What follows belongs to an exercise in optimizing a design on an open flow for small area, a short achievable clock period and few clock cycles; a production flow would make more cautious choices.
At most, simulation tests tie the RTL to the original design; equivalence was not proved.
The RTL of runs 3 to 5 was laid out without a check of its function.

<file path="flow/constraint.sdc">
create_clock -name core_clock -period 10.0 [get_ports {clk}]
set_input_delay 2.0000 -clock core_clock [delete_from_list [all_inputs] [get_ports {clk}]]
set_output_delay 2.0000 -clock core_clock [all_outputs]
set_load 0.01 [all_outputs]
</file>
<file path="flow/config.mk">
export PLATFORM = sky130hd
export DESIGN_NAME = dsl_cmac
export DESIGN_NICKNAME = dsl_cmac
export VERILOG_FILES = /design/flow/design.v
export SDC_FILE = /design/flow/constraint.sdc
export NUM_CORES = 8
export LEC_CHECK = 0
export CAP_MARGIN = 20
export CORE_MARGIN = 2
export CORE_UTILIZATION = 40
export CTS_BUF_LIST = sky130_fd_sc_hd__clkbuf_8 sky130_fd_sc_hd__clkbuf_16
export CTS_CLUSTER_DIAMETER = 100
export CTS_CLUSTER_SIZE = 20
export PLACE_DENSITY = 0.55
export SETUP_SLACK_MARGIN = 4.8
export SLEW_MARGIN = 20
export SYNTH_HIERARCHICAL = 1
export SYNTH_MINIMUM_KEEP_SIZE = 0
</file>
<file path="flow/standard.sh">
#!/bin/bash
# synth_recipe.tcl (not shown) runs the flow's synth.tcl, then flattens the netlist and writes it again
# the make line also repeats each setting of config.mk as NAME=value (left out here)
make -C /OpenROAD-flow-scripts/flow DESIGN_CONFIG=/design/flow/config.mk WORK_HOME=/design/flow/orfs CLKGATE_MAP_FILE= SYNTH_SCRIPT=/design/flow/synth_recipe.tcl "${@:-finish}"
</file>
<file path="flow/design.v">
module aes_sbox (input wire [7:0] x, output wire [7:0] y);
    wire L0, L1, L2, L3, L4, L5, L6, L7, L8, L9, L10, L11, L12, L13, L14, L15, L16, L17, L18, L19, L20, L21, L22, L23, L24, L25, L26, L27, L28, L29, M1, M2, M3, M4, M5, M6, M7, M8, M9, M10, M11, M12, M13, M14, M15, M16, M17, M18, M19, M20, M21, M22, M23, M24, M25, M26, M27, M28, M29, M30, M31, M32, M33, M34, M35, M36, M37, M38, M39, M40, M41, M42, M43, M44, M45, M46, M47, M48, M49, M50, M51, M52, M53, M54, M55, M56, M57, M58, M59, M60, M61, M62, M63, T1, T2, T3, T4, T5, T6, T7, T8, T9, T10, T11, T12, T13, T14, T15, T16, T17, T18, T19, T20, T21, T22, T23, T24, T25, T26, T27;
    wire U0 = x[7], U1 = x[6], U2 = x[5], U3 = x[4], U4 = x[3], U5 = x[2], U6 = x[1], U7 = x[0];
    cm_xor2 g_T1 (.a(U0), .b(U3), .y(T1));
    cm_xor2 g_T2 (.a(U0), .b(U5), .y(T2));
    cm_xor2 g_T3 (.a(U0), .b(U6), .y(T3));
    cm_xor2 g_T4 (.a(U3), .b(U5), .y(T4));
    cm_xor2 g_T5 (.a(U4), .b(U6), .y(T5));
    cm_xor2 g_T6 (.a(T1), .b(T5), .y(T6));
    cm_xor2 g_T7 (.a(U1), .b(U2), .y(T7));
    cm_xor2 g_T8 (.a(U7), .b(T6), .y(T8));
    cm_xor2 g_T9 (.a(U7), .b(T7), .y(T9));
    cm_xor2 g_T10 (.a(T6), .b(T7), .y(T10));
    cm_xor2 g_T11 (.a(U1), .b(U5), .y(T11));
    cm_xor2 g_T12 (.a(U2), .b(U5), .y(T12));
    cm_xor2 g_T13 (.a(T3), .b(T4), .y(T13));
    cm_xor2 g_T14 (.a(T6), .b(T11), .y(T14));
    cm_xor2 g_T15 (.a(T5), .b(T11), .y(T15));
    cm_xor2 g_T16 (.a(T5), .b(T12), .y(T16));
    cm_xor2 g_T17 (.a(T9), .b(T16), .y(T17));
    cm_xor2 g_T18 (.a(U3), .b(U7), .y(T18));
    cm_xor2 g_T19 (.a(T7), .b(T18), .y(T19));
    cm_xor2 g_T20 (.a(T1), .b(T19), .y(T20));
    cm_xor2 g_T21 (.a(U6), .b(U7), .y(T21));
    cm_xor2 g_T22 (.a(T7), .b(T21), .y(T22));
    cm_xor2 g_T23 (.a(T2), .b(T22), .y(T23));
    cm_xor2 g_T24 (.a(T2), .b(T10), .y(T24));
    cm_xor2 g_T25 (.a(T20), .b(T17), .y(T25));
    cm_xor2 g_T26 (.a(T3), .b(T16), .y(T26));
    cm_xor2 g_T27 (.a(T1), .b(T12), .y(T27));
    cm_nand2 g_M1 (.a(T13), .b(T6), .y(M1));
    cm_nand2 g_M2 (.a(T23), .b(T8), .y(M2));
    cm_xnor2 g_M3 (.a(T14), .b(M1), .y(M3));
    cm_nand2 g_M4 (.a(T19), .b(U7), .y(M4));
    cm_xor2 g_M5 (.a(M4), .b(M1), .y(M5));
    cm_nand2 g_M6 (.a(T3), .b(T16), .y(M6));
    cm_nand2 g_M7 (.a(T22), .b(T9), .y(M7));
    cm_xnor2 g_M8 (.a(T26), .b(M6), .y(M8));
    cm_nand2 g_M9 (.a(T20), .b(T17), .y(M9));
    cm_xor2 g_M10 (.a(M9), .b(M6), .y(M10));
    cm_nand2 g_M11 (.a(T1), .b(T15), .y(M11));
    cm_nand2 g_M12 (.a(T4), .b(T27), .y(M12));
    cm_xor2 g_M13 (.a(M12), .b(M11), .y(M13));
    cm_nand2 g_M14 (.a(T2), .b(T10), .y(M14));
    cm_xor2 g_M15 (.a(M14), .b(M11), .y(M15));
    cm_xnor2 g_M16 (.a(M3), .b(M2), .y(M16));
    cm_xor2 g_M17 (.a(M5), .b(T24), .y(M17));
    cm_xnor2 g_M18 (.a(M8), .b(M7), .y(M18));
    cm_xor2 g_M19 (.a(M10), .b(M15), .y(M19));
    cm_xor2 g_M20 (.a(M16), .b(M13), .y(M20));
    cm_xor2 g_M21 (.a(M17), .b(M15), .y(M21));
    cm_xor2 g_M22 (.a(M18), .b(M13), .y(M22));
    cm_xor2 g_M23 (.a(M19), .b(T25), .y(M23));
    cm_nand2 g_M46 (.a(M44), .b(T6), .y(M46));
    cm_nand2 g_M47 (.a(M40), .b(T8), .y(M47));
    cm_nand2 g_M48 (.a(M39), .b(U7), .y(M48));
    cm_nand2 g_M49 (.a(M43), .b(T16), .y(M49));
    cm_nand2 g_M50 (.a(M38), .b(T9), .y(M50));
    cm_nand2 g_M51 (.a(M37), .b(T17), .y(M51));
    cm_nand2 g_M52 (.a(M42), .b(T15), .y(M52));
    cm_nand2 g_M53 (.a(M45), .b(T27), .y(M53));
    cm_nand2 g_M54 (.a(M41), .b(T10), .y(M54));
    cm_nand2 g_M55 (.a(M44), .b(T13), .y(M55));
    cm_nand2 g_M56 (.a(M40), .b(T23), .y(M56));
    cm_nand2 g_M57 (.a(M39), .b(T19), .y(M57));
    cm_nand2 g_M58 (.a(M43), .b(T3), .y(M58));
    cm_nand2 g_M59 (.a(M38), .b(T22), .y(M59));
    cm_nand2 g_M60 (.a(M37), .b(T20), .y(M60));
    cm_nand2 g_M61 (.a(M42), .b(T1), .y(M61));
    cm_nand2 g_M62 (.a(M45), .b(T4), .y(M62));
    cm_nand2 g_M63 (.a(M41), .b(T2), .y(M63));
    cm_xor2 g_L0 (.a(M61), .b(M62), .y(L0));
    cm_xor2 g_L1 (.a(M50), .b(M56), .y(L1));
    cm_xor2 g_L2 (.a(M46), .b(M48), .y(L2));
    cm_xor2 g_L3 (.a(M47), .b(M55), .y(L3));
    cm_xor2 g_L4 (.a(M54), .b(M58), .y(L4));
    cm_xor2 g_L5 (.a(M49), .b(M61), .y(L5));
    cm_xnor2 g_L6 (.a(M62), .b(L5), .y(L6));
    cm_xnor2 g_L7 (.a(M46), .b(L3), .y(L7));
    cm_xor2 g_L8 (.a(M51), .b(M59), .y(L8));
    cm_xor2 g_L9 (.a(M52), .b(M53), .y(L9));
    cm_xnor2 g_L10 (.a(M53), .b(L4), .y(L10));
    cm_xnor2 g_L11 (.a(M60), .b(L2), .y(L11));
    cm_xor2 g_L12 (.a(M48), .b(M51), .y(L12));
    cm_xnor2 g_L13 (.a(M50), .b(L0), .y(L13));
    cm_xor2 g_L14 (.a(M52), .b(M61), .y(L14));
    cm_xnor2 g_L15 (.a(M55), .b(L1), .y(L15));
    cm_xnor2 g_L16 (.a(M56), .b(L0), .y(L16));
    cm_xnor2 g_L17 (.a(M57), .b(L1), .y(L17));
    cm_xnor2 g_L18 (.a(M58), .b(L8), .y(L18));
    cm_xnor2 g_L19 (.a(M63), .b(L4), .y(L19));
    cm_xor2 g_L20 (.a(L0), .b(L1), .y(L20));
    cm_xor2 g_L21 (.a(L1), .b(L7), .y(L21));
    cm_xor2 g_L22 (.a(L3), .b(L12), .y(L22));
    cm_xor2 g_L23 (.a(L18), .b(L2), .y(L23));
    cm_xor2 g_L24 (.a(L15), .b(L9), .y(L24));
    cm_xor2 g_L25 (.a(L6), .b(L10), .y(L25));
    cm_xor2 g_L26 (.a(L7), .b(L9), .y(L26));
    cm_xor2 g_L27 (.a(L8), .b(L10), .y(L27));
    cm_xor2 g_L28 (.a(L11), .b(L14), .y(L28));
    cm_xor2 g_L29 (.a(L11), .b(L17), .y(L29));
    cm_xor2 g_S0 (.a(L6), .b(L24), .y(y[7]));
    cm_xnor2 g_S1 (.a(L16), .b(L26), .y(y[6]));
    cm_xnor2 g_S2 (.a(L19), .b(L28), .y(y[5]));
    cm_xor2 g_S3 (.a(L6), .b(L21), .y(y[4]));
    cm_xor2 g_S4 (.a(L20), .b(L22), .y(y[3]));
    cm_xor2 g_S5 (.a(L25), .b(L29), .y(y[2]));
    cm_xnor2 g_S6 (.a(L13), .b(L27), .y(y[1]));
    cm_xnor2 g_S7 (.a(L6), .b(L23), .y(y[0]));
    aes_gf16_inv u_inv (.d({M20, M21, M22, M23}), .e({M37, M38, M39, M40, M41, M42, M43, M44, M45}));
endmodule
module aes_gf16_inv (input wire [3:0] d, output wire [8:0] e);
    wire [3:0] v = d ^ 4'b0000;
    wire M20 = v[3], M21 = v[2], M22 = v[1], M23 = v[0];
    wire M24 = M22 ^ M23;
    wire M25 = M22 & M20;
    wire M26 = M21 ^ M25;
    wire M27 = M20 ^ M21;
    wire M28 = M23 ^ M25;
    wire M29 = M28 & M27;
    wire M30 = M26 & M24;
    wire M31 = M20 & M23;
    wire M32 = M27 & M31;
    wire M33 = M27 ^ M25;
    wire M34 = M21 & M22;
    wire M35 = M24 & M34;
    wire M36 = M24 ^ M25;
    wire M37 = M21 ^ M29;
    wire M38 = M32 ^ M33;
    wire M39 = M23 ^ M30;
    wire M40 = M35 ^ M36;
    wire M41 = M38 ^ M40;
    wire M42 = M37 ^ M39;
    wire M43 = M37 ^ M38;
    wire M44 = M39 ^ M40;
    wire M45 = M42 ^ M41;
    assign e = {M37, M38, M39, M40, M41, M42, M43, M44, M45} ^ 9'b000000000;
endmodule
module cm_xor2 (input wire a, input wire b, output wire y);
    assign y = a ^ b;
endmodule
module cm_xnor2 (input wire a, input wire b, output wire y);
    assign y = ~(a ^ b);
endmodule
module cm_nand2 (input wire a, input wire b, output wire y);
    assign y = ~(a & b);
endmodule
module cm_nor2 (input wire a, input wire b, output wire y);
    assign y = ~(a | b);
endmodule
module cm_mux2i (input wire a, input wire b, input wire s, output wire y);
    assign y = ~(s ? b : a);
endmodule
module aes_round (
    input  wire [127:0] state_in,
    output wire [127:0] shifted,      
    output wire [127:0] mixed         
);
    wire [127:0] sub;
    genvar i, j, b;
    generate
        for (i = 0; i < 16; i = i + 1) begin : g_sub
            aes_sbox u_sbox (.x(state_in[127 - 8*i -: 8]), .y(sub[127 - 8*i -: 8]));
        end
        for (i = 0; i < 16; i = i + 1) begin : g_shift
            assign shifted[127 - 8*i -: 8] = sub[127 - 8*(((i / 4 + i % 4) % 4) * 4 + i % 4) -: 8];
        end
        for (i = 0; i < 4; i = i + 1) begin : g_mix
            wire [7:0] a [0:3];
            wire [7:0] p [0:3];
            wire [7:0] x [0:3];
            wire [7:0] q [0:3];
            for (j = 0; j < 4; j = j + 1) begin : g_byte
                assign a[j] = shifted[127 - 32*i - 8*j -: 8];
            end
            for (j = 0; j < 4; j = j + 1) begin : g_col
                for (b = 0; b < 8; b = b + 1) begin : g_bit
                    cm_xor2 u_p (.a(a[j][b]), .b(a[(j + 1) % 4][b]), .y(p[j][b]));
                end
                assign x[j][7] = p[j][6];
                assign x[j][6] = p[j][5];
                assign x[j][5] = p[j][4];
                cm_xor2 u_x4 (.a(p[j][3]), .b(p[j][7]), .y(x[j][4]));
                cm_xor2 u_x3 (.a(p[j][2]), .b(p[j][7]), .y(x[j][3]));
                assign x[j][2] = p[j][1];
                cm_xor2 u_x1 (.a(p[j][0]), .b(p[j][7]), .y(x[j][1]));
                assign x[j][0] = p[j][7];
            end
            for (j = 0; j < 4; j = j + 1) begin : g_out
                for (b = 0; b < 8; b = b + 1) begin : g_bit
                    cm_xor2 u_q (.a(a[(j + 1) % 4][b]), .b(p[(j + 2) % 4][b]), .y(q[j][b]));
                    cm_xor2 u_o (.a(q[j][b]), .b(x[j][b]), .y(mixed[127 - 32*i - 8*j - (7 - b)]));
                end
            end
        end
    endgenerate
endmodule
module aes_key_step (
    input  wire [127:0] key_in,
    input  wire [7:0]   rcon,
    output wire [127:0] key_out
);
    wire [31:0] w0 = key_in[127:96];
    wire [31:0] w1 = key_in[95:64];
    wire [31:0] w2 = key_in[63:32];
    wire [31:0] w3 = key_in[31:0];
    wire [31:0] sw;
    aes_sbox u_s0 (.x(w3[23:16]), .y(sw[31:24]));
    aes_sbox u_s1 (.x(w3[15:8]),  .y(sw[23:16]));
    aes_sbox u_s2 (.x(w3[7:0]),   .y(sw[15:8]));
    aes_sbox u_s3 (.x(w3[31:24]), .y(sw[7:0]));
    wire [31:0] n0 = w0 ^ sw ^ {rcon, 24'd0};
    wire [31:0] n1 = w1 ^ n0;
    wire [31:0] n2 = w2 ^ n1;
    wire [31:0] n3 = w3 ^ n2;
    assign key_out = {n0, n1, n2, n3};
endmodule
module dsl_cmac (
    input  wire         clk,
    input  wire         rst_n,         
    input  wire         key_load,
    input  wire [127:0] key,
    input  wire         in_valid,
    output wire         in_ready,
    input  wire [31:0]  in_data,
    input  wire         in_last,
    input  wire [1:0]   in_nbytes,     
    output reg          tag_valid,
    output wire [127:0] tag
);
    reg  [127:0] key_r;         
    reg          kz;            
    reg  [127:0] k1;            
    reg  [127:0] aes_st;        
    reg  [127:0] rk;            
    reg  [3:0]   rnd;           
    reg          kmode;         
    reg          waitx;         
    reg          cur_last;      
    reg  [95:0]  buf_w;
    reg  [1:0]   bcnt;          
    reg          bpad;          
    reg          bpad80;        
    reg          bvirt;         
    reg          blast;         
    reg          bkey;          
    reg          c_mix;         
    reg          c_shift;       
    reg          c_hold;        
    reg          c_rk;          
    reg          c_buf;         
    reg          c_ks_key;      
    reg          c_ks_rk;       
    reg          c_kfin;        
    reg          c_kl;          
    reg  [7:0]   rcon;          
    wire bfull3 = (bcnt == 2'd3);
    assign in_ready = bfull3 ? (c_buf && !bvirt) : !bpad;
    assign tag      = aes_st;
    wire take     = in_valid && in_ready;
    wire take_buf = take && !bfull3;
    wire load     = c_buf && (bvirt || in_valid);
    reg [31:0] wport;           
    always @* begin
        wport = in_data;
        if (in_last) begin
            case (in_nbytes)
                2'd0: wport = {in_data[31:24], 8'h80, 16'h0};
                2'd1: wport = {in_data[31:16], 8'h80, 8'h0};
                2'd2: wport = {in_data[31:8],  8'h80};
                default: wport = in_data;
            endcase
        end
    end
    wire [31:0] wpadw = {bpad80, 31'd0};                     
    reg  [31:0] kword;          
    always @* begin
        case (bcnt)
            2'd0: kword = key_r[127:96];
            2'd1: kword = key_r[95:64];
            default: kword = key_r[63:32];
        endcase
        if (kz)
            kword = 32'd0;
    end
    wire [31:0] kword3 = kz ? 32'd0 : key_r[31:0];
    wire [31:0]  w3     = (bvirt ? wpadw : wport) ^ kword3;
    wire         last3  = bvirt ? blast : in_last;
    wire         whole3 = !bvirt && (in_nbytes == 2'd3);   
    wire [127:0] k2     = {k1[126:0], 1'b0} ^ (k1[127] ? 128'h87 : 128'h0);
    wire [127:0] bufop  = {buf_w, w3} ^ (last3 ? (whole3 ? k1 : k2) : 128'h0);
    wire [127:0] shifted, mixed;
    aes_round u_rd (.state_in(aes_st), .shifted(shifted), .mixed(mixed));
    wire [127:0] opb = (c_rk ? rk : 128'h0) ^ (load ? bufop : 128'h0);
    wire [127:0] oth = (c_shift ? shifted : 128'h0) | (c_hold ? aes_st : 128'h0);
    wire [127:0] opa_n, st_next;
    genvar gi;
    generate
        for (gi = 0; gi < 128; gi = gi + 1) begin : g_st
            cm_mux2i u_a (.a(oth[gi]), .b(mixed[gi]), .s(c_mix), .y(opa_n[gi]));
            cm_xnor2 u_x (.a(opa_n[gi]), .b(opb[gi]), .y(st_next[gi]));
        end
    endgenerate
    wire [127:0] rk_next;
    wire [127:0] ks_in = (c_ks_key ? key_r : 128'h0) | (c_ks_rk ? rk : 128'h0);
    aes_key_step u_ks (.key_in(ks_in), .rcon(rcon), .key_out(rk_next));
    wire [127:0] l_dbl = {aes_st[126:0], 1'b0} ^ (aes_st[127] ? 128'h87 : 128'h0);
    wire fin     = c_shift;     
    wire running = c_rk;        
    wire restart = key_load || !rst_n;    
    reg  [3:0] n_rnd;
    reg        n_kz, n_kmode, n_waitx, n_cur_last;
    reg  [1:0] n_bcnt;
    reg        n_bpad, n_bpad80, n_bvirt, n_blast, n_bkey;
    always @* begin
        n_kz    = key_load ? 1'b0 : kz;
        n_kmode = load ? bkey : (fin ? 1'b0 : kmode);
        n_rnd   = load ? 4'd1 : ((fin || !running) ? 4'd0 : rnd + 4'd1);
        n_cur_last = load ? last3 : cur_last;
        n_waitx = (fin && !cur_last && !kmode && !load) ? 1'b1 : (load ? 1'b0 : waitx);
        n_bcnt   = bcnt;
        n_bpad   = bpad;
        n_bpad80 = bpad80;
        n_bvirt  = bvirt;
        n_blast  = blast;
        n_bkey   = bkey;
        if (load) begin
            n_bcnt  = 2'd0;
            n_bvirt = 1'b0;
            n_blast = 1'b0;
            n_bkey  = 1'b0;
        end else if (take_buf || bpad) begin
            n_bcnt = bcnt + 2'd1;
            if (bcnt == 2'd2)
                n_bpad = 1'b0;
            else if (take_buf && in_last)
                n_bpad = 1'b1;
            n_bpad80 = take_buf && in_last && (in_nbytes == 2'd3);
            if (take_buf && in_last) begin
                n_bvirt = 1'b1;
                n_blast = 1'b1;
            end
        end
        if (restart) begin
            n_rnd = 4'd0;  n_kmode = 1'b0;  n_waitx = 1'b0;  n_cur_last = 1'b0;
            n_bcnt = 2'd0; n_bpad = 1'b1;   n_bpad80 = 1'b0; n_bvirt = 1'b1;
            n_blast = 1'b0; n_bkey = 1'b1;
        end
        if (!rst_n)
            n_kz = 1'b1;
    end
    wire n_fin     = (n_rnd == 4'd10);
    wire n_running = (n_rnd != 4'd0);
    wire n_ready   = (n_bcnt == 2'd3);
    wire n_ld_idle = !n_running && n_ready && !c_kfin;
    wire n_ld_fin  = n_fin && !n_cur_last && !n_kmode && n_ready;
    wire n_load    = n_ld_idle || n_ld_fin;
    reg  [7:0] n_rcon;
    always @* begin
        case (n_load ? 4'd1 : n_rnd + 4'd1)
            4'd1:  n_rcon = 8'h01;
            4'd2:  n_rcon = 8'h02;
            4'd3:  n_rcon = 8'h04;
            4'd4:  n_rcon = 8'h08;
            4'd5:  n_rcon = 8'h10;
            4'd6:  n_rcon = 8'h20;
            4'd7:  n_rcon = 8'h40;
            4'd8:  n_rcon = 8'h80;
            4'd9:  n_rcon = 8'h1b;
            4'd10: n_rcon = 8'h36;
            default: n_rcon = 8'h00;
        endcase
    end
    always @(posedge clk) begin
        if (take_buf || bpad)
            buf_w <= {buf_w[63:0], (bpad ? wpadw : wport) ^ kword};
        aes_st <= st_next;
        rk     <= rk_next;
        if (c_kl)
            k1 <= l_dbl;
    end
    always @(posedge clk) begin
        rnd      <= n_rnd;
        kz       <= n_kz;
        kmode    <= n_kmode;
        waitx    <= n_waitx;
        cur_last <= n_cur_last;
        bcnt     <= n_bcnt;
        bpad     <= n_bpad;
        bpad80   <= n_bpad80;
        bvirt    <= n_bvirt;
        blast    <= n_blast;
        bkey     <= n_bkey;
        c_mix    <= n_running && !n_fin;
        c_shift  <= n_fin;
        c_hold   <= n_waitx && !n_running;
        c_rk     <= n_running;
        c_buf    <= n_load;
        c_ks_key <= n_load && !n_kz;
        c_ks_rk  <= !n_load;
        c_kfin   <= n_fin && n_kmode;
        c_kl     <= c_kfin && !restart;
        rcon     <= n_rcon;
        if (key_load)
            key_r <= key;
        if (!rst_n)
            tag_valid <= 1'b0;
        else
            tag_valid <= fin && cur_last && !kmode;
    end
endmodule
</file>
<file path="flow/flow/run.sh">
#!/bin/bash
set -eu -o pipefail
bash standard.sh synth > synth.log 2>&1
bash standard.sh "BUFFER_PORTS_ARGS=-buffer_cell sky130_fd_sc_hd__buf_1" finish > layout.log 2>&1
</file>
==> results of run 1 <==
## area by class of cell
type                            instances  area, um2  area share (%)
Clock inverter                         33        240           0.322
Clock buffer                           43       1060            1.43
Sequential cell                       641      16800            22.5
Timing Repair Buffer                 1039       7340            9.82
Tap cell                             1890       2360            3.17
Inverter                               74        285           0.382
Multi-Input combinational cell       5089      46600            62.4
## Yosys cell counts (3+ instances only)
master        n
nand2_1    1062
o21a_1       20
clkbuf_1     83
a32oi_1      20
xnor2_1     913
or2_4        20
nor3_1        3
a22oi_1      33
clkbuf_4     20
and2_1        4
nor2b_1      38
o21ai_0       6
buf_6        28
nor2_1      189
o2111ai_1    40
a21oi_1     235
and3_1       40
inv_1        73
a22o_1      256
dfxtp_1     289
nor3b_1      23
a21oi_2      50
buf_1        19
o21ai_1      41
edfxtp_1    352
mux2i_1     133
o22ai_1      22
xor2_1     1746
a31oi_1      40
and2b_1      20
nor4_2       20
a211oi_1      3
ha_1         12
a211oi_2     20
nand3_1      21
buf_4       332
nand2b_1     23
buf_2        59
## worst max-delay path: cells and delay by family, from the launching register on
kind / cells / cell delay (ns)
AO/OA/AOI/OAI: 1 / 0.27
XOR/XNOR: 14 / 2.83
buffers and inverters: 6 / 0.96
flip-flops: 1 / 0.41
multiplexers: 1 / 0.26
AND/OR/NAND/NOR: 2 / 0.40
## per-module statistics from Yosys (local to each module, per instance), a selection
module,area (um2),cells inside
aes_gf16_inv,298,45
aes_key_step,1550,175
cm_xor2,8.76,1
cm_nand2,3.75,1
cm_mux2i,10.0,1
dsl_cmac,27800,2460
cm_xnor2,8.76,1
## layout by cell type, fill, tap and decap left out, drive strengths merged, types with 21 or more instances in the layout
master / n
xor2: 1750
inv: 96
a22oi: 33
mux2i: 133
o2111ai: 41
o21a: 21
nor2: 189
a31oi: 40
nor2b: 38
a211oi: 23
nand2b: 24
edfxtp: 352
xnor2: 915
nand2: 1064
dfxtp: 289
nor3b: 25
a21oi: 285
o22ai: 23
a22o: 256
and3: 40
nand3: 22
clkbuf: 45
buf: 1037
o21ai: 48
## metal layers
layer  routed length [um]  share of wire, %
met1                88900                41
met2               101000                47
met3                15400               7.1
met4                11200               5.2
met5                    0                 0
## timing repair
action / 4_1_cts / 5_1_grt
pin swaps: 137 / 332
cloned: 2 / 1
gates resized for setup: 714 / 742
setup endpoints to repair: 256 / 247
setup buffers: 241 / 459
## sequential cells by signal, indices dropped and copies added (netlist names), 2 cells and up
register  flops
rcon          8
rk          128
aes_st      128
bcnt          2
key_r       128
rnd           4
buf_w        96
k1          128
## worst paths after layout
check	start	to	cells after the start
setup / recovery	aes_st[67]	aes_st[55]	24
hold / removal	bkey	bkey	2
setup reg to reg	aes_st[67]	aes_st[55]	24
hold reg to reg	bkey	bkey	2
## stage by stage
stage	hold WS, ns	utilization, %	instance area (um2)
global route	0.490	52.6	74700
global placement	0.454	40.6	57600
detailed placement	0.457	40.6	57700
floorplan	0.420	-	57400
finish	0.466	52.6	74700
CTS	0.470	46.2	65600
## logic make-up (layout without fill, tap and decap cells)
family          count (synthesis)  after routing  synth area share [%]
xor+xnor                     2665           2667                  40.8
simple gates                 1479           1479                  11.2
compound gates                798            798                  10.1
flops                         641            641                  28.5
buf+inv                       615           1189                  6.83
mux                           133            133                  2.32
fa+ha+maj                      12             12                 0.262
==> flow_metrics.py, run 1 <==
metrics = {
    "status": {
        "status": "no timing/DRC/antenna violations",
    },
    "worst_setup_path": {
        "critical-path-max-stage-delay_ns": 0.41,
        "cp_max_fo": 9,
        "cp.arrival_ns": 5.80,
        "crit_required_ns": 10.57,
        "r2r_slack_ns": 4.77,
        "timing.critical_path.to_type": "register",
        "path_cells": "xor2_4, buf_12, xor2_4, xor2_2, buf_4, xor2_1, xor2_1, xor2_2, buf_4, or2_4, a32oi_4, nand2_2, xor2_2, xnor2_1, xor2_1, xor2_2, buf_4, buf_4, xor2_4, buf_4, xor2_1, xor2_1, mux2i_1, xnor2_1",
        "slowest_stage": "dfxtp_4",
        "critPathKind": "reg2reg",
        "critPathLaunchType": "register",
    },
    "clock_tree": {
        "cts_buffers": 41,
        "cts_buffer_depth": 3,
        "cts-root-buf": "clkbuf_16",
        "cts_sinks": 641,
        "cts_htree_levels": 2,
        "path_clk_slew_ns": 0.10,
        "cts_tree": "built",
        "insertion_delay_ns": 0.67,
        "cts_hold_buf": 0,
    },
    "floorplanning": {
        "core_um2": 142000,
        "rows": 138,
        "pin_count": 297,
        "initial_utilization_pct": 40.4,
        "die_y_um": 383,
        "die_w_um": 383,
        "die-area_um2": 146000,
    },
    "sta": {
        "slew_headroom_pct": 26.9,
        "rsz0062_at_grt": "yes",
        "final_hold_viol_count": 0,
        "fmax_mhz": 191,
        "layout_setup_ws_ns": 4.77,
        "setup_tns_ns": 0,
        "final-setup-viol-count": 0,
        "slew_viol_final": 0,
        "tightest_slew_ns": 1.10,
        "finalCritPeriodShare_pct": 52.3,
        "fin_skew_ns": 0.0471,
        "min_period_ns": 5.23,
    },
    "synth": {
        "ys_seq_area_share_pct": 28.5,
        "ys_types": 68,
        "syn_nets": 6522,
        "async_reset_ff_share_pct": 0,
        "synth_seq_cells": 641,
        "syn_avg_cell_area_um2": 9.04,
        "synth_ff_type": "edfxtp_1",
        "ys.warnings.count": 8,
        "synth_edf_count": 352,
        "synth_top_area_share_pct": 26.7,
        "yosysTopAreaCell": "xor2_1",
        "syn_inst": 6343,
        "syn_area_um2": 57400,
        "yosys-top-cells-area": "xor2_1, edfxtp_1, xnor2_1, dfxtp_1, nand2_1",
    },
    "placed_design": {
        "dpl.cell_count": 8029,
        "detailedPlacementHpwl_um": 157000,
        "gp_congestion": 0.949,
        "portBuffers": 296,
        "place_ws_ns": 2.81,
    },
    "global_route": {
        "grt_pass1_vias": 43037,
        "grt_max_degree": 138,
        "grt_pass1_wl_um": 294000,
        "use_met2_pct": 43.6,
        "antenna_found_initial": 1,
        "use_met3_pct": 3.64,
        "grt.busiest_layer": "met2",
        "met1_usage_pct": 36.6,
        "overflow": 0,
        "grt.total_usage_pct": 27.1,
    },
    "final_layout": {
        "nNetsFinal": 7065,
        "drive_gt1_share_pct": 29.3,
        "area_delta_synth_final_pct": 30.2,
        "num_antenna_cells": 0,
        "fillers": 12452,
        "final_cells": 8809,
    },
    "detailed_routing": {
        "drtPass1Iterations": 6,
        "routed_wl_um": 217000,
        "vias_per_cell": 5.30,
        "drtIter0Drc": 4525,
        "vias": 46664,
        "ant_nets": 0,
        "drcViolationCount": 0,
        "wire_per_inst_um": 24.6,
    },
    "job": {
        "drv_cap": 0,
    },
    "min_path": {
        "hp-class": "reg2reg",
    },
}
Testbench counts, summed over its fixed seeds: cycles 77,494.
==> run 2: changes to the inputs <==
--- a/flow/config.mk
+++ b/flow/config.mk
@@ -13,5 +13,5 @@
 export CTS_CLUSTER_SIZE = 20
 export PLACE_DENSITY = 0.55
-export SETUP_SLACK_MARGIN = 4.8
+export SETUP_SLACK_MARGIN = 4.2
 export SLEW_MARGIN = 20
 export SYNTH_HIERARCHICAL = 1
==> run 2 against run 1 <==
  * Via count decreased by 6.2%
  * Maximum frequency decreased by 7.7%
  * Still clean on timing, DRC and antenna
  * Clock skew increased by 0.021 ns
  * Clock-buffer cell count decreased by 1
  * Sequential share of layout area increased by 3.4 points
  * Largest cell class unchanged
==> flow_metrics.py, run 2 <==
metrics = {
    "placed_design": {
        "gp_congestion": 0.943,
        "detailedPlacementHpwl_um": 157000,
        "portBuffers": 296,
        "place_ws_ns": 3.10,
    },
    "synth": {
        "synth_top_area_share_pct": 26.7,
        "synthTopCellsByCount": "xor2_1, nand2_1, xnor2_1",
        "ys_types": 68,
        "synth_mux_area_share_pct": 2.32,
        "ys_seq_area_share_pct": 28.5,
        "yosysTopAreaCell": "xor2_1",
        "synth_edf_count": 352,
        "yosys-top-cells-area": "xor2_1, edfxtp_1, xnor2_1, dfxtp_1, nand2_1",
        "syn_area_um2": 57400,
        "syn_avg_cell_area_um2": 9.04,
        "synth_xor_area_share_pct": 40.8,
        "synth_seq_cells": 641,
        "synth_compound_area_share_pct": 10.1,
        "synth_ff_type": "edfxtp_1",
        "synth.most_common_cell": "xor2_1",
        "ys.warnings.count": 8,
        "synth_top_family_by_area": "XOR/XNOR gates",
        "async_reset_ff_share_pct": 0,
        "syn_nets": 6522,
        "syn_inst": 6343,
        "synthAdderAreaFrac_pct": 0.262,
        "synth-simple-area-share_pct": 11.2,
    },
    "floorplanning": {
        "pin_count": 297,
        "rows": 138,
        "core_um2": 142000,
        "die-area_um2": 146000,
        "die_y_um": 383,
        "initial_utilization_pct": 40.4,
        "die_w_um": 383,
    },
    "sta": {
        "slew_headroom_pct": 20.7,
        "timing.hold.ws_ns": 0.439,
        "finalCritPeriodShare_pct": 56.7,
        "layout_setup_ws_ns": 4.33,
        "final_hold_viol_count": 0,
        "tightest_slew_ns": 1.19,
        "rsz0062_at_grt": "yes",
        "setup_tns_ns": 0,
        "min_period_ns": 5.67,
        "fmax_mhz": 176,
        "fin_skew_ns": 0.0680,
        "final-setup-viol-count": 0,
        "slew_viol_final": 0,
    },
    "worst_setup_path": {
        "cp.arrival_ns": 6.21,
        "crit_required_ns": 10.54,
        "r2r_cells": 18,
        "timing.critical_path.to_type": "register",
        "reg2reg_from": "aes_st[65]",
        "slowest_stage": "xor2_1",
        "critPathKind": "reg2reg",
        "critPathLaunchType": "register",
        "cp_max_fo": 6,
        "startpoint": "aes_st[65]",
        "critical-path-max-stage-delay_ns": 0.52,
        "path_cells": "xor2_2, xor2_2, xor2_1, nand2_1, xor2_4, xor2_2, xor2_2, nand2_1, a21oi_1, nand2_1, xor2_1, xnor2_1, xor2_1, xor2_1, xor2_1, xor2_2, mux2i_1, xnor2_1",
    },
    "detailed_routing": {
        "drcViolationCount": 0,
        "drtIter0Drc": 4600,
        "vias": 43794,
        "vias_per_cell": 5.32,
        "ant_nets": 0,
        "routed_wl_um": 202000,
        "wire_per_inst_um": 24.6,
        "drtPass1Iterations": 6,
    },
    "clock_tree": {
        "cts-root-buf": "clkbuf_16",
        "cts_buffers": 41,
        "cts_tree": "built",
        "path_clk_slew_ns": 0.09,
        "cts_buffer_depth": 3,
        "cts_sinks": 641,
        "insertion_delay_ns": 0.67,
        "cts_htree_levels": 2,
    },
    "final_layout": {
        "nNetsFinal": 6486,
        "final_common_cell": "xor2_1",
        "final_cell_mix": "xor2_1, nand2_1, xnor2_1",
        "area_delta_synth_final_pct": 11.3,
        "drive_gt1_share_pct": 13.2,
        "num_antenna_cells": 0,
    },
    "global_route": {
        "grt_pass1_wl_um": 286000,
        "grt_pass1_vias": 41141,
        "grt_max_degree": 129,
        "overflow": 0,
        "antenna_found_initial": 5,
        "grt.total_usage_pct": 26.4,
    },
    "min_path": {
        "hp-start": "buf_w[62]",
        "hp-class": "reg2reg",
        "min_path_cells": 0,
    },
    "status": {
        "status": "no timing/DRC/antenna violations",
    },
    "job": {
        "drv_cap": 0,
    },
}
-- run 2: cell counts after synthesis --
Identical to the previous run, type by type.
-- run 2: per-layer routing --
| layer | track usage [%] | vias to the layer above | share of wire [%] |
|---|---|---|---|
| met5 | 0 | - | 0 |
| met4 | 9.51 | 0 | 4.3 |
| met3 | 2.84 | 290 | 6.4 |
| met2 | 42.5 | 1819 | 46 |
| met1 | 36.6 | 21477 | 43 |
| li1 | - | 20208 | - |
-- run 2: cell type report --
class,instances,area [um2]
timing repair buffer,458,2530
inverter,74,285
clock inverter,34,246
tap,1890,2360
clock buffer,42,1050
sequential,641,16500
multi-input combinational,5091,40900
fill,13805,78100
-- run 2: path summary, 6_finish.rpt --
path                            slack, ns          to
worst min-delay path                 0.44   buf_w[94]
worst max register to register       4.33  aes_st[45]
worst min register to register       0.44   buf_w[94]
worst max-delay path                 4.33  aes_st[45]
-- run 2: worst max-delay path, delay by kind of cell, from the launching register on --
| kind | cells | cell delay [ns] |
|---|---|---|
| AO/OA/AOI/OAI | 1 | 0.31 |
| XOR/XNOR | 13 | 4.07 |
| flip-flops | 1 | 0.51 |
| multiplexers | 1 | 0.15 |
| AND/OR/NAND/NOR | 3 | 0.51 |
-- run 2: logic make-up after synthesis --
family / after synthesis
xor gates and xnor gates: 2665
and+or+nand+nor: 1479
muxes: 133
adders and majority gates: 12
AOI/OAI and AO/OA: 798
buffers and inverters: 615
DFF: 641
-- run 2: through the flow --
| stage | util (%) | instance area, um2 | std cells |
|---|---|---|---|
| 3_5_place_dp | 40.6 | 57600 | 8031 |
| 6_report | 45.0 | 63900 | 8230 |
| 5_1_grt | 45.0 | 63900 | 8230 |
| 4_1_cts | 43.1 | 61200 | 8140 |
| 3_3_place_gp | 40.6 | 57600 | 8031 |
| 2_1_floorplan | - | 57400 | 6343 |
-- run 2: modules after synthesis (local to each module, per instance), a selection --
| module | cell area (um2) | flip-flops and latches |
|---|---|---|
| cm_mux2i | 10.0 | 0 |
| cm_nand2 | 3.75 | 0 |
| cm_xnor2 | 8.76 | 0 |
| cm_xor2 | 8.76 | 0 |
| aes_gf16_inv | 298 | 0 |
| dsl_cmac | 27800 | 641 |
| aes_key_step | 1550 | 0 |
-- run 2: timing repair --
item | CTS | global route
setup buffers | 33 | 85
pin swaps | 14 | 47
endpoints found under the hold margin | 0 | 0
setup endpoints to repair | 256 | 230
cloned | 0 | 4
gates resized for setup | 282 | 282
hold buffers | 0 | 0
==> run 3: changes to the inputs <==
--- a/flow/design.v
+++ b/flow/design.v
@@ -210,8 +210,17 @@
     aes_sbox u_s2 (.x(w3[7:0]),   .y(sw[15:8]));
     aes_sbox u_s3 (.x(w3[31:24]), .y(sw[7:0]));
-    wire [31:0] n0 = w0 ^ sw ^ {rcon, 24'd0};
-    wire [31:0] n1 = w1 ^ n0;
-    wire [31:0] n2 = w2 ^ n1;
-    wire [31:0] n3 = w3 ^ n2;
+    wire [31:0] w0r = w0 ^ {rcon, 24'd0};
+    wire [31:0] c12, c123, n0, n1, n2, n3;
+    genvar i;
+    generate
+        for (i = 0; i < 32; i = i + 1) begin : g_x
+            cm_xor2 u_c12  (.a(w1[i]),   .b(w2[i]), .y(c12[i]));
+            cm_xor2 u_c123 (.a(c12[i]),  .b(w3[i]), .y(c123[i]));
+            cm_xor2 u_n0   (.a(w0r[i]),  .b(sw[i]), .y(n0[i]));
+            cm_xor2 u_n1   (.a(n0[i]),   .b(w1[i]), .y(n1[i]));
+            cm_xor2 u_n2   (.a(n0[i]),   .b(c12[i]), .y(n2[i]));
+            cm_xor2 u_n3   (.a(n0[i]),   .b(c123[i]), .y(n3[i]));
+        end
+    endgenerate
     assign key_out = {n0, n1, n2, n3};
 endmodule
==> run 3 against run 2 <==
  * Still clean on timing, DRC and antenna
  * Final cell count rose by 0.79%
  * Sequential share of layout area fell by 0.25 points
  * Via count rose by 1.0%
  * Register-to-register slack improved by 0.06 ns
  * Global-route usage rose by 0.60 points
  * Flip-flop and latch count did not move
  * Critical endpoint is now aes_st[114]
==> flow_metrics.py, run 3 <==
metrics = {
    "synth": {
        "synthTopCellsByCount": "xor2_1, nand2_1, xnor2_1",
        "syn_area_um2": 57600,
        "synth.most_common_cell": "xor2_1",
        "ys.warnings.count": 8,
        "yosys-top-cells-area": "xor2_1, edfxtp_1, xnor2_1, dfxtp_1, nand2_1",
        "yosysTopAreaCell": "xor2_1",
        "ys_seq_area_share_pct": 28.4,
        "synth_ff_type": "edfxtp_1",
        "syn_inst": 6368,
        "syn_nets": 6547,
        "synth_seq_cells": 641,
        "synth_edf_count": 352,
        "ys_types": 66,
        "async_reset_ff_share_pct": 0,
        "synth_top_area_share_pct": 28.3,
        "syn_avg_cell_area_um2": 9.04,
    },
    "global_route": {
        "grt_pass1_vias": 41572,
        "grt_pass1_wl_um": 292000,
        "grt.total_usage_pct": 27.0,
        "grt_max_degree": 138,
        "antenna_found_initial": 3,
        "overflow": 0,
    },
    "final_layout": {
        "final_cells": 8295,
        "area_delta_synth_final_pct": 12.1,
        "nNetsFinal": 6534,
        "final_common_cell": "xor2_1",
        "final_cell_mix": "xor2_1, nand2_1, xnor2_1",
        "post-route-util_pct": 45.0,
        "drive_gt1_share_pct": 13.9,
    },
    "worst_setup_path": {
        "cp_max_fo": 7,
        "timing.critical_path.to_type": "register",
        "r2r_slack_ns": 4.39,
        "reg2reg_from": "aes_st[7]",
        "critPathLaunchType": "register",
        "crit_required_ns": 10.56,
        "cp.arrival_ns": 6.16,
        "r2r_cells": 22,
        "reg2reg_to": "aes_st[114]",
        "critPathKind": "reg2reg",
    },
    "sta": {
        "fin_skew_ns": 0.0866,
        "min_period_ns": 5.61,
        "setup_tns_ns": 0,
        "finalCritPeriodShare_pct": 56.1,
        "slew_headroom_pct": 21.4,
        "rsz0062_at_grt": "yes",
        "final_hold_viol_count": 0,
        "final-setup-viol-count": 0,
        "tightest_slew_ns": 1.18,
        "fmax_mhz": 178,
        "timing.hold.ws_ns": 0.458,
        "slew_viol_final": 0,
    },
    "placed_design": {
        "dpl.cell_count": 8067,
        "detailedPlacementHpwl_um": 160000,
        "portBuffers": 296,
        "gp_congestion": 0.969,
    },
    "status": {
        "status": "no timing/DRC/antenna violations",
    },
    "floorplanning": {
        "die_y_um": 383,
        "rows": 139,
        "pin_count": 297,
        "initial_utilization_pct": 40.2,
        "die_w_um": 383,
        "core_um2": 143000,
        "die-area_um2": 147000,
    },
    "min_path": {
        "hp-start": "waitx",
        "min_to": "waitx",
        "min_path_cells": 2,
        "hp-class": "reg2reg",
    },
    "clock_tree": {
        "insertion_delay_ns": 0.70,
        "cts_htree_levels": 2,
        "path_clk_slew_ns": 0.10,
        "cts_buffers": 44,
        "cts_tree": "built",
        "cts_sinks": 641,
        "cts_buffer_depth": 3,
        "cts-root-buf": "clkbuf_16",
    },
    "detailed_routing": {
        "wire_per_inst_um": 25.0,
        "drtIter0Drc": 4651,
        "drcViolationCount": 0,
        "drtPass1Iterations": 5,
        "routed_wl_um": 208000,
        "ant_nets": 0,
        "vias_per_cell": 5.33,
        "vias": 44234,
    },
    "job": {
        "drv_cap": 0,
    },
}
## run 3: cell types whose count changed in the layout (fill, tap and decap cells not counted), moves of 6 or more
| cell | previous run | this run |
|---|---|---|
| dfxtp_1 | 192 | 180 |
| xor2_1 | 1444 | 1546 |
| xor2_2 | 233 | 239 |
| buf_4 | 145 | 164 |
| xnor2_1 | 842 | 755 |
| dfxtp_2 | 82 | 94 |
## run 3: per-module statistics from Yosys (local to each module, per instance), excerpt
| module | times used | area [um2] |
|---|---|---|
| dsl_cmac | 1 | 27800 |
| cm_mux2i | 128 | 10.0 |
| cm_xnor2 | 488 | 8.76 |
| cm_xor2 | 1844 | 8.76 |
| aes_gf16_inv | 20 | 298 |
| aes_key_step | 1 | 70.1 |
| cm_nand2 | 540 | 3.75 |
## run 3: worst max-delay path, stage by stage, from the launching register on
cell and delay [ns]:
dfxtp_1 0.36, buf_4 0.28, xor2_4 0.30, xor2_4 0.27, xor2_1 0.31, nand2_1 0.20
xor2_4 0.27, xor2_1 0.25, xor2_2 0.16, buf_4 0.17, and2b_1 0.20, nor2_1 0.06
a21oi_1 0.22, nand2_1 0.13, xor2_1 0.34, xnor2_2 0.19, xor2_1 0.25, xor2_2 0.28
xor2_1 0.33, xor2_1 0.24, xor2_1 0.33, mux2i_1 0.15, xnor2_1 0.17
## run 3: how the worst max path moves through the flow
stage                           start           to  slack (ns)
after floorplan           aes_st[127]  aes_st[119]        4.72
after global placement    aes_st[111]   aes_st[43]        3.06
after detailed placement  aes_st[111]   aes_st[43]        3.12
after CTS                    c_ks_key       rk[39]        4.19
after global routing       aes_st[60]   aes_st[36]        4.12
final                       aes_st[7]  aes_st[114]        4.39
## run 3: repair_timing
item                                    4_1_cts  5_1_grt
cloned                                        0        4
buffers inserted                             37      104
gates resized for setup                     269      317
endpoints found under the setup margin      256      254
hold buffers                                  0        0
pin swaps                                    14       61
## run 3: kinds of logic after synthesis
kind of cell               after synthesis  share of synthesized area, %
AOI/OAI and AO/OA                      798                          10.1
xor gates and xnor gates              2691                          41.0
adders and majority gates               12                         0.261
buffers and inverters                  614                          6.80
DFF                                    641                          28.4
muxes                                  133                          2.31
and+or+nand+nor                       1479                          11.1
## run 3: area by class of cell
class | instances | area (um2)
Timing Repair Buffer | 479 | 2740
Clock inverter | 37 | 303
Antenna cell | 1 | 2.50
Fill cell | 13852 | 78700
Multi-Input combinational cell | 5116 | 41200
Inverter | 73 | 282
Clock buffer | 45 | 1130
Tap cell | 1903 | 2380
Sequential cell | 641 | 16500
## run 3: through the flow
stage	worst slack [ns]	instance area, um2
after floorplan	4.72	57600
after global placement	3.06	57900
after detailed placement	3.12	57900
after CTS	4.19	61500
after global routing	4.12	64600
final	4.39	64600
## run 3: layer usage
layer / GRT usage [%] / wire length (um) / up-vias
li1: - / - / 20326
met1: 37.8 / 90900 / 21761
met2: 42.4 / 93400 / 1846
met3: 2.57 / 13100 / 301
met4: 11.6 / 10300 / 0
met5: 0 / 0 / -
==> run 4: changes to the inputs <==
--- a/flow/config.mk
+++ b/flow/config.mk
@@ -12,6 +12,6 @@
 export CTS_CLUSTER_DIAMETER = 100
 export CTS_CLUSTER_SIZE = 20
-export PLACE_DENSITY = 0.55
-export SETUP_SLACK_MARGIN = 4.2
+export PLACE_DENSITY = 0.6
+export SETUP_SLACK_MARGIN = 5.0
 export SLEW_MARGIN = 20
 export SYNTH_HIERARCHICAL = 1
==> run 4 against run 3 <==
  * Final cell count grew 10%
  * Die area unchanged
  * Worst hold slack improved by 0.0052 ns
  * Flip-flop and latch count unchanged
  * Still clean on timing, DRC and antenna
  * Worst setup slack better by 0.25 ns
  * Register-to-register slack better by 0.25 ns
  * Synthesized area unchanged
==> flow_metrics.py, run 4 <==
metrics = {
    "synth": {
        "syn_area_um2": 57600,
        "synthTopCellsByCount": "xor2_1, nand2_1, xnor2_1",
        "synth_mux_area_share_pct": 2.31,
        "ys.warnings.count": 8,
        "ys_seq_area_share_pct": 28.4,
        "synth_xor_area_share_pct": 41.0,
        "synth_compound_area_share_pct": 10.1,
        "yosys-top-cells-area": "xor2_1, edfxtp_1, xnor2_1, dfxtp_1, nand2_1",
        "synth.most_common_cell": "xor2_1",
        "synth_top_family_by_area": "XOR/XNOR gates",
        "synth-simple-area-share_pct": 11.1,
        "synth_ff_type": "edfxtp_1",
        "yosysTopAreaCell": "xor2_1",
        "syn_nets": 6547,
        "async_reset_ff_share_pct": 0,
        "synth_seq_cells": 641,
        "synth_edf_count": 352,
        "syn_inst": 6368,
        "synthAdderAreaFrac_pct": 0.261,
        "synth_top_area_share_pct": 28.3,
        "syn_avg_cell_area_um2": 9.04,
        "ys_types": 66,
    },
    "clock_tree": {
        "cts-root-buf": "clkbuf_16",
        "cts_htree_levels": 2,
        "cts_hold_buf": 0,
        "cts_buffer_depth": 3,
        "cts_tree": "built",
        "cts_buffers": 44,
        "cts_sinks": 641,
        "insertion_delay_ns": 0.71,
        "path_clk_slew_ns": 0.09,
    },
    "detailed_routing": {
        "wire_per_inst_um": 25.5,
        "vias_per_cell": 5.47,
        "drtPass1Iterations": 7,
        "drtIter0Drc": 5260,
        "routed_wl_um": 234000,
        "ant_nets": 0,
        "drcViolationCount": 0,
        "vias": 50057,
    },
    "final_layout": {
        "fillers": 11561,
        "final_cells": 9151,
        "drive_gt1_share_pct": 36.9,
        "area_delta_synth_final_pct": 39.8,
        "final_cell_mix": "nand2_1, xor2_1, buf_4",
        "final_common_cell": "nand2_1",
        "nNetsFinal": 7385,
        "final_area_um2": 80500,
    },
    "placed_design": {
        "portBuffers": 296,
        "gp_congestion": 0.992,
        "dpl_cell_area_um2": 58300,
        "dpl.cell_count": 8079,
        "detailedPlacementHpwl_um": 158000,
    },
    "sta": {
        "slew_headroom_pct": 26.2,
        "setup_tns_ns": 0,
        "fin_skew_ns": 0.0649,
        "final_hold_viol_count": 0,
        "slew_viol_final": 0,
        "fmax_mhz": 187,
        "finalCritPeriodShare_pct": 53.6,
        "min_period_ns": 5.36,
        "final-setup-viol-count": 0,
        "tightest_slew_ns": 1.11,
        "rsz0062_at_grt": "yes",
    },
    "job": {
        "drv_cap": 0,
    },
    "worst_setup_path": {
        "path_cells": "xor2_1, xor2_1, nand2_1, xor2_2, xor2_2, xor2_4, nor2b_2, nor4_2, a211oi_2, nand2_1, xor2_2, xnor2_2, xor2_1, xnor2_2, buf_4, buf_4, xor2_4, xor2_1, xor2_1, mux2i_1, xnor2_1",
        "crit_required_ns": 10.55,
        "critPathLaunchType": "register",
        "slowest_stage": "dfxtp_4",
        "timing.critical_path.to_type": "register",
        "crit_path_frequent_cell": "xor2_1",
        "crit_buf_inv": 2,
        "critical-path-max-stage-delay_ns": 0.47,
        "path_delay_family": "XOR/XNOR gates",
        "critPathKind": "reg2reg",
        "cp_max_fo": 7,
        "cp.arrival_ns": 5.91,
    },
    "global_route": {
        "grt_max_degree": 90,
        "grt_pass1_vias": 45004,
        "grt.total_usage_pct": 27.8,
        "grt_pass1_wl_um": 302000,
        "overflow": 0,
        "antenna_found_initial": 12,
    },
    "min_path": {
        "hp-class": "reg2reg",
    },
    "status": {
        "status": "no timing/DRC/antenna violations",
    },
    "floorplanning": {
        "initial_utilization_pct": 40.2,
        "pin_count": 297,
        "core_um2": 143000,
        "die-area_um2": 147000,
        "die_w_um": 383,
        "die_y_um": 383,
        "rows": 139,
    },
}
[run 4: cell types whose count changed in the layout (fill, tap and decap cells not counted), moves of 30 or more]
| cell | previous run | this run |
|---|---|---|
| nand2_2 | 2 | 83 |
| nand2_1 | 1062 | 974 |
| buf_12 | 14 | 44 |
| xor2_1 | 1546 | 972 |
| xor2_4 | 78 | 260 |
| dfxtp_2 | 94 | 14 |
| dfxtp_4 | 15 | 115 |
| buf_6 | 0 | 73 |
| xor2_2 | 239 | 638 |
| xnor2_1 | 755 | 639 |
| buf_4 | 164 | 901 |
| xnor2_2 | 72 | 175 |
[run 4: layout make-up]
cell class | instances | area (um2) | share of cell area (%)
repair buffers | 1323 | 9760 | 12.1
well taps | 1903 | 2380 | 2.96
clock inverters | 37 | 362 | 0.449
diodes | 6 | 15.0 | 0.0186
clock buffers | 45 | 1130 | 1.40
flip-flops and latches | 641 | 16800 | 20.9
inverters | 73 | 282 | 0.350
multi-input cells | 5123 | 49800 | 61.8
[run 4: kinds of logic after synthesis]
| logic type | after synthesis |
|---|---|
| XOR/XNOR | 2691 |
| AND/OR/NAND/NOR | 1479 |
| AO/OA/AOI/OAI | 798 |
| flip-flops | 641 |
| buffers and inverters | 614 |
| multiplexers | 133 |
| adder cells (fa/ha/maj) | 12 |
[run 4: path summary, 6_finish.rpt]
kind / cells after the start / start / slack [ns] / end
setup / recovery: 21 / aes_st[60] / 4.64 / aes_st[49]
hold / removal: 2 / bkey / 0.46 / bkey
setup reg to reg: 21 / aes_st[60] / 4.64 / aes_st[49]
hold reg to reg: 2 / bkey / 0.46 / bkey
[run 4: routing by layer]
layer  track usage (%)  wire length, um
met4              14.4            16700
met1              36.7            89200
met5                 0               73
met2              43.9           108000
met3              4.35            19600
[run 4: what timing repair did]
action	in CTS	in global routing
gates resized for setup	893	1010
pin swaps	232	617
buffers inserted	388	585
endpoints found under the setup margin	256	261
gates cloned	5	6
[run 4: tightest hold or removal path: cells and delay by family, from the launching register on]
family / cells / cell delay, ns
simple gates: 2 / 0.10
flops: 1 / 0.33
[run 4: modules after synthesis (local to each module, per instance), excerpt]
| module | cells | flip-flops and latches | area [um2] |
|---|---|---|---|
| cm_xor2 | 1 | 0 | 8.76 |
| cm_mux2i | 1 | 0 | 10.0 |
| cm_xnor2 | 1 | 0 | 8.76 |
| aes_key_step | 8 | 0 | 70.1 |
| dsl_cmac | 2460 | 641 | 27800 |
| aes_gf16_inv | 45 | 0 | 298 |
| cm_nand2 | 1 | 0 | 3.75 |
[run 4: through the flow]
step                worst slack, ns  hold slack, ns  util [%]
detailed placement             3.28           0.449      40.7
CTS                            4.95           0.463      48.1
finish                         4.64           0.463      56.2
global route                   4.57           0.492      56.2
floorplan                      5.01           0.420         -
global placement               3.33           0.440      40.7
==> run 5: changes to the inputs <==
--- a/flow/design.v
+++ b/flow/design.v
@@ -154,6 +154,7 @@
 module aes_round (
     input  wire [127:0] state_in,
+    input  wire [127:0] round_key,
     output wire [127:0] shifted,      
-    output wire [127:0] mixed         
+    output wire [127:0] mixed_n       
 );
     wire [127:0] sub;
@@ -171,4 +172,5 @@
             wire [7:0] x [0:3];
             wire [7:0] q [0:3];
+            wire [7:0] k [0:3];
             for (j = 0; j < 4; j = j + 1) begin : g_byte
                 assign a[j] = shifted[127 - 32*i - 8*j -: 8];
@@ -189,6 +191,7 @@
             for (j = 0; j < 4; j = j + 1) begin : g_out
                 for (b = 0; b < 8; b = b + 1) begin : g_bit
-                    cm_xor2 u_q (.a(a[(j + 1) % 4][b]), .b(p[(j + 2) % 4][b]), .y(q[j][b]));
-                    cm_xor2 u_o (.a(q[j][b]), .b(x[j][b]), .y(mixed[127 - 32*i - 8*j - (7 - b)]));
+                    cm_xor2  u_k (.a(a[(j + 1) % 4][b]), .b(round_key[127 - 32*i - 8*j - (7 - b)]), .y(k[j][b]));
+                    cm_xor2  u_q (.a(k[j][b]), .b(p[(j + 2) % 4][b]), .y(q[j][b]));
+                    cm_xnor2 u_o (.a(q[j][b]), .b(x[j][b]), .y(mixed_n[127 - 32*i - 8*j - (7 - b)]));
                 end
             end
@@ -299,14 +302,14 @@
     wire [127:0] k2     = {k1[126:0], 1'b0} ^ (k1[127] ? 128'h87 : 128'h0);
     wire [127:0] bufop  = {buf_w, w3} ^ (last3 ? (whole3 ? k1 : k2) : 128'h0);
-    wire [127:0] shifted, mixed;
-    aes_round u_rd (.state_in(aes_st), .shifted(shifted), .mixed(mixed));
+    wire [127:0] shifted, mixed_n;
+    aes_round u_rd (.state_in(aes_st), .round_key(rk), .shifted(shifted), .mixed_n(mixed_n));
     wire [127:0] opb = (c_rk ? rk : 128'h0) ^ (load ? bufop : 128'h0);
     wire [127:0] oth = (c_shift ? shifted : 128'h0) | (c_hold ? aes_st : 128'h0);
-    wire [127:0] opa_n, st_next;
+    wire [127:0] oth_n, st_next;
     genvar gi;
     generate
         for (gi = 0; gi < 128; gi = gi + 1) begin : g_st
-            cm_mux2i u_a (.a(oth[gi]), .b(mixed[gi]), .s(c_mix), .y(opa_n[gi]));
-            cm_xnor2 u_x (.a(opa_n[gi]), .b(opb[gi]), .y(st_next[gi]));
+            cm_xnor2 u_x (.a(oth[gi]), .b(opb[gi]), .y(oth_n[gi]));
+            cm_mux2i u_a (.a(oth_n[gi]), .b(mixed_n[gi]), .s(c_mix), .y(st_next[gi]));
         end
     endgenerate
--- a/flow/config.mk
+++ b/flow/config.mk
@@ -12,6 +12,6 @@
 export CTS_CLUSTER_DIAMETER = 100
 export CTS_CLUSTER_SIZE = 20
-export PLACE_DENSITY = 0.6
-export SETUP_SLACK_MARGIN = 5.0
+export PLACE_DENSITY = 0.55
+export SETUP_SLACK_MARGIN = 4.2
 export SLEW_MARGIN = 20
 export SYNTH_HIERARCHICAL = 1
==> run 5 against run 4 <==
  * Still clean
  * Synthesized area rose by 1.9%
  * Clock-buffer cell count grew 1
  * Non-clock buffer count fell by 859
  * Worst setup slack lost 0.29 ns
==> flow_metrics.py, run 5 <==
metrics = {
    "sta": {
        "final-setup-viol-count": 0,
        "rsz0062_at_grt": "yes",
        "finalCritPeriodShare_pct": 56.5,
        "slew_headroom_pct": 17.7,
        "tightest_slew_ns": 1.23,
        "setup_tns_ns": 0,
        "fin_skew_ns": 0.0628,
        "min_period_ns": 5.65,
        "fmax_mhz": 177,
        "final_hold_viol_count": 0,
        "slew_viol_final": 0,
    },
    "detailed_routing": {
        "vias": 45198,
        "wire_per_inst_um": 25.5,
        "drtPass1Iterations": 6,
        "routed_wl_um": 215000,
        "ant_nets": 0,
        "met1Wirelength_um": 92000,
        "met3_length_um": 16200,
        "vias_per_cell": 5.37,
        "wl_met2_um": 95500,
        "drcViolationCount": 0,
        "drtIter0Drc": 4417,
        "highest_layer": "met4",
    },
    "synth": {
        "synth.most_common_cell": "xor2_1",
        "yosysTopAreaCell": "xor2_1",
        "syn_nets": 6675,
        "ys_seq_area_share_pct": 27.9,
        "yosys-top-cells-area": "xor2_1, edfxtp_1, xnor2_1, dfxtp_1, nand2_1",
        "syn_inst": 6496,
        "synth_seq_cells": 641,
        "synth_edf_count": 352,
        "synth_ff_type": "edfxtp_1",
        "synthTopCellsByCount": "xor2_1, nand2_1, xnor2_1",
        "async_reset_ff_share_pct": 0,
        "syn_area_um2": 58700,
        "ys.warnings.count": 8,
        "synth_top_area_share_pct": 27.7,
        "ys_types": 66,
        "syn_avg_cell_area_um2": 9.04,
    },
    "global_route": {
        "grt_pass1_wl_um": 302000,
        "antenna_found_initial": 6,
        "grt_pass1_vias": 42804,
        "grt_max_degree": 133,
        "overflow": 0,
        "grt.total_usage_pct": 27.4,
    },
    "floorplanning": {
        "die_w_um": 387,
        "die-area_um2": 150000,
        "die_y_um": 387,
        "rows": 140,
        "pin_count": 297,
        "core_um2": 146000,
        "initial_utilization_pct": 40.3,
    },
    "clock_tree": {
        "cts_sinks": 641,
        "cts_buffer_depth": 3,
        "cts_hold_buf": 0,
        "path_clk_slew_ns": 0.10,
        "cts_htree_levels": 2,
        "cts-root-buf": "clkbuf_16",
        "cts_tree": "built",
        "cts_buffers": 42,
        "insertion_delay_ns": 0.69,
    },
    "job": {
        "drv_cap": 0,
    },
    "placed_design": {
        "gp_congestion": 0.971,
        "dpl.cell_count": 8211,
        "portBuffers": 296,
        "detailedPlacementHpwl_um": 169000,
    },
    "min_path": {
        "hp-class": "reg2reg",
    },
    "worst_setup_path": {
        "timing.critical_path.to_type": "register",
        "cp.arrival_ns": 6.16,
        "critPathLaunchType": "register",
        "crit_required_ns": 10.51,
        "critPathKind": "reg2reg",
        "cp_max_fo": 16,
    },
    "final_layout": {
        "final_common_cell": "xor2_1",
        "area_delta_synth_final_pct": 10.6,
        "nNetsFinal": 6647,
        "post-route-util_pct": 44.5,
        "drive_gt1_share_pct": 12.2,
        "fillers": 14245,
        "final_cell_mix": "xor2_1, nand2_1, xnor2_1",
        "multiInputGateArea_um2": 41800,
        "final_cells": 8420,
        "register_area_um2": 16400,
    },
    "status": {
        "status": "no timing/DRC/antenna violations",
    },
}
## run 5: cells by family (layout without fill, tap and decap cells)
group	Yosys count	in the layout	share of synthesized area, %
AO/OA/AOI/OAI	798	798	9.88
XOR/XNOR	2819	2824	42.1
adder cells (fa/ha/maj)	12	12	0.256
buffers and inverters	614	615	6.67
flip-flops	641	641	27.9
multiplexers	133	133	2.27
other	0	1	0
AND/OR/NAND/NOR	1479	1479	10.9
## run 5: cell type report
class / instances / share of cell area (%)
diodes: 1 / 0.00386
clock buffers: 46 / 1.74
clock inverters: 32 / 0.434
inverters: 73 / 0.434
multi-input cells: 5246 / 64.4
flip-flops and latches: 641 / 25.3
well taps: 1917 / 3.70
repair buffers: 464 / 3.98
## run 5: worst paths after layout
path / start / to / slack [ns] / cells after the start
hold reg to reg: bkey / bkey / 0.46 / 2
setup reg to reg: aes_st[67] / aes_st[41] / 4.35 / 18
setup / recovery: aes_st[67] / aes_st[41] / 4.35 / 18
hold / removal: bkey / bkey / 0.46 / 2
## run 5: repair_timing
action / in CTS / in global routing
setup endpoints to repair: 256 / 256
pin swaps: 14 / 56
gates cloned: 0 / 5
setup buffers: 25 / 99
resized for setup: 243 / 229
## run 5: metal layers
layer / GRT usage, % / vias to the layer above
met4: 12.7 / 0
met2: 42.5 / 1824
met5: 0 / -
li1: - / 20709
met1: 37.1 / 22333
met3: 4.51 / 332
## run 5: metrics by stage
stage	instance area [um2]	hold WS, ns	setup slack (ns)
after global placement	59000	0.446	3.26
after floorplan	58700	0.420	4.84
after CTS	62400	0.465	4.18
after global routing	64900	0.492	4.07
final	64900	0.462	4.35
after detailed placement	59000	0.450	3.27
## run 5: critical path, cell delays in order, from the launching register on
cell	delay (ns)
dfxtp_1	0.61
xor2_2	0.31
xor2_1	0.42
nand2_1	0.18
xnor2_1	0.18
xnor2_1	0.24
xor2_2	0.64
inv_1	0.17
a21oi_1	0.18
o22ai_1	0.12
nand2_1	0.15
xor2_1	0.30
xnor2_1	0.14
xor2_1	0.17
xnor2_1	0.72
xor2_1	0.45
xor2_1	0.14
xnor2_1	0.25
mux2i_1	0.10
## run 5: Yosys stat by module (local to each module, per instance), a selection
module	cells	flip-flops and latches	area [um2]	times used
cm_mux2i	1	0	10.0	128
cm_nand2	1	0	3.75	540
cm_xor2	1	0	8.76	1844
aes_gf16_inv	45	0	298	20
dsl_cmac	2460	641	27800	1
cm_xnor2	1	0	8.76	616
aes_key_step	8	0	70.1	1

==> re-timing with driven ports <==
The results above use ideal ports. As a check the final layouts listed here were re-extracted and re-timed, cells and wires unchanged. Step 1 (the two cells are an assumption about what drives the block):
set clk [get_ports {clk}]
set_driving_cell -lib_cell sky130_fd_sc_hd__clkbuf_16 $clk
set_driving_cell -lib_cell sky130_fd_sc_hd__buf_2 [delete_from_list [all_inputs] $clk]
Step 2 adds t to the input delays and takes it off the output delays; t is the mean of the earliest and latest rising clock arrival at the registers after step 1. Input paths then give back, and output paths get back, about the clock's delay inside the block. Three values: ideal, step 1, step 2; two values: the first two.
| run | shift t [ns] | setup WS [ns] | worst setup path after step 2 | clock arrival spread, ns | cell pins on the clock port's net |
|---|---|---|---|---|---|
| run 1 | 0.724 | 4.770 / 4.770 / 4.174 | input to register | 0.050 / 0.050 | 1 |
| run 2 | 0.722 | 4.333 / 4.333 / 4.286 | input to register | 0.070 / 0.070 | 1 |
| run 3 | 0.741 | 4.394 / 4.394 / 4.394 | register to register | 0.088 / 0.088 | 1 |
| run 4 | 0.758 | 4.642 / 4.642 / 4.315 | input to register | 0.075 / 0.075 | 1 |
| run 5 | 0.745 | 4.353 / 4.353 / 4.353 | register to register | 0.068 / 0.068 | 1 |
After both steps every run listed still meets setup and hold. For run 1, which loses most, drivers alone change the setup slack by 0.000 ns; drivers and shift together by -0.596 ns.
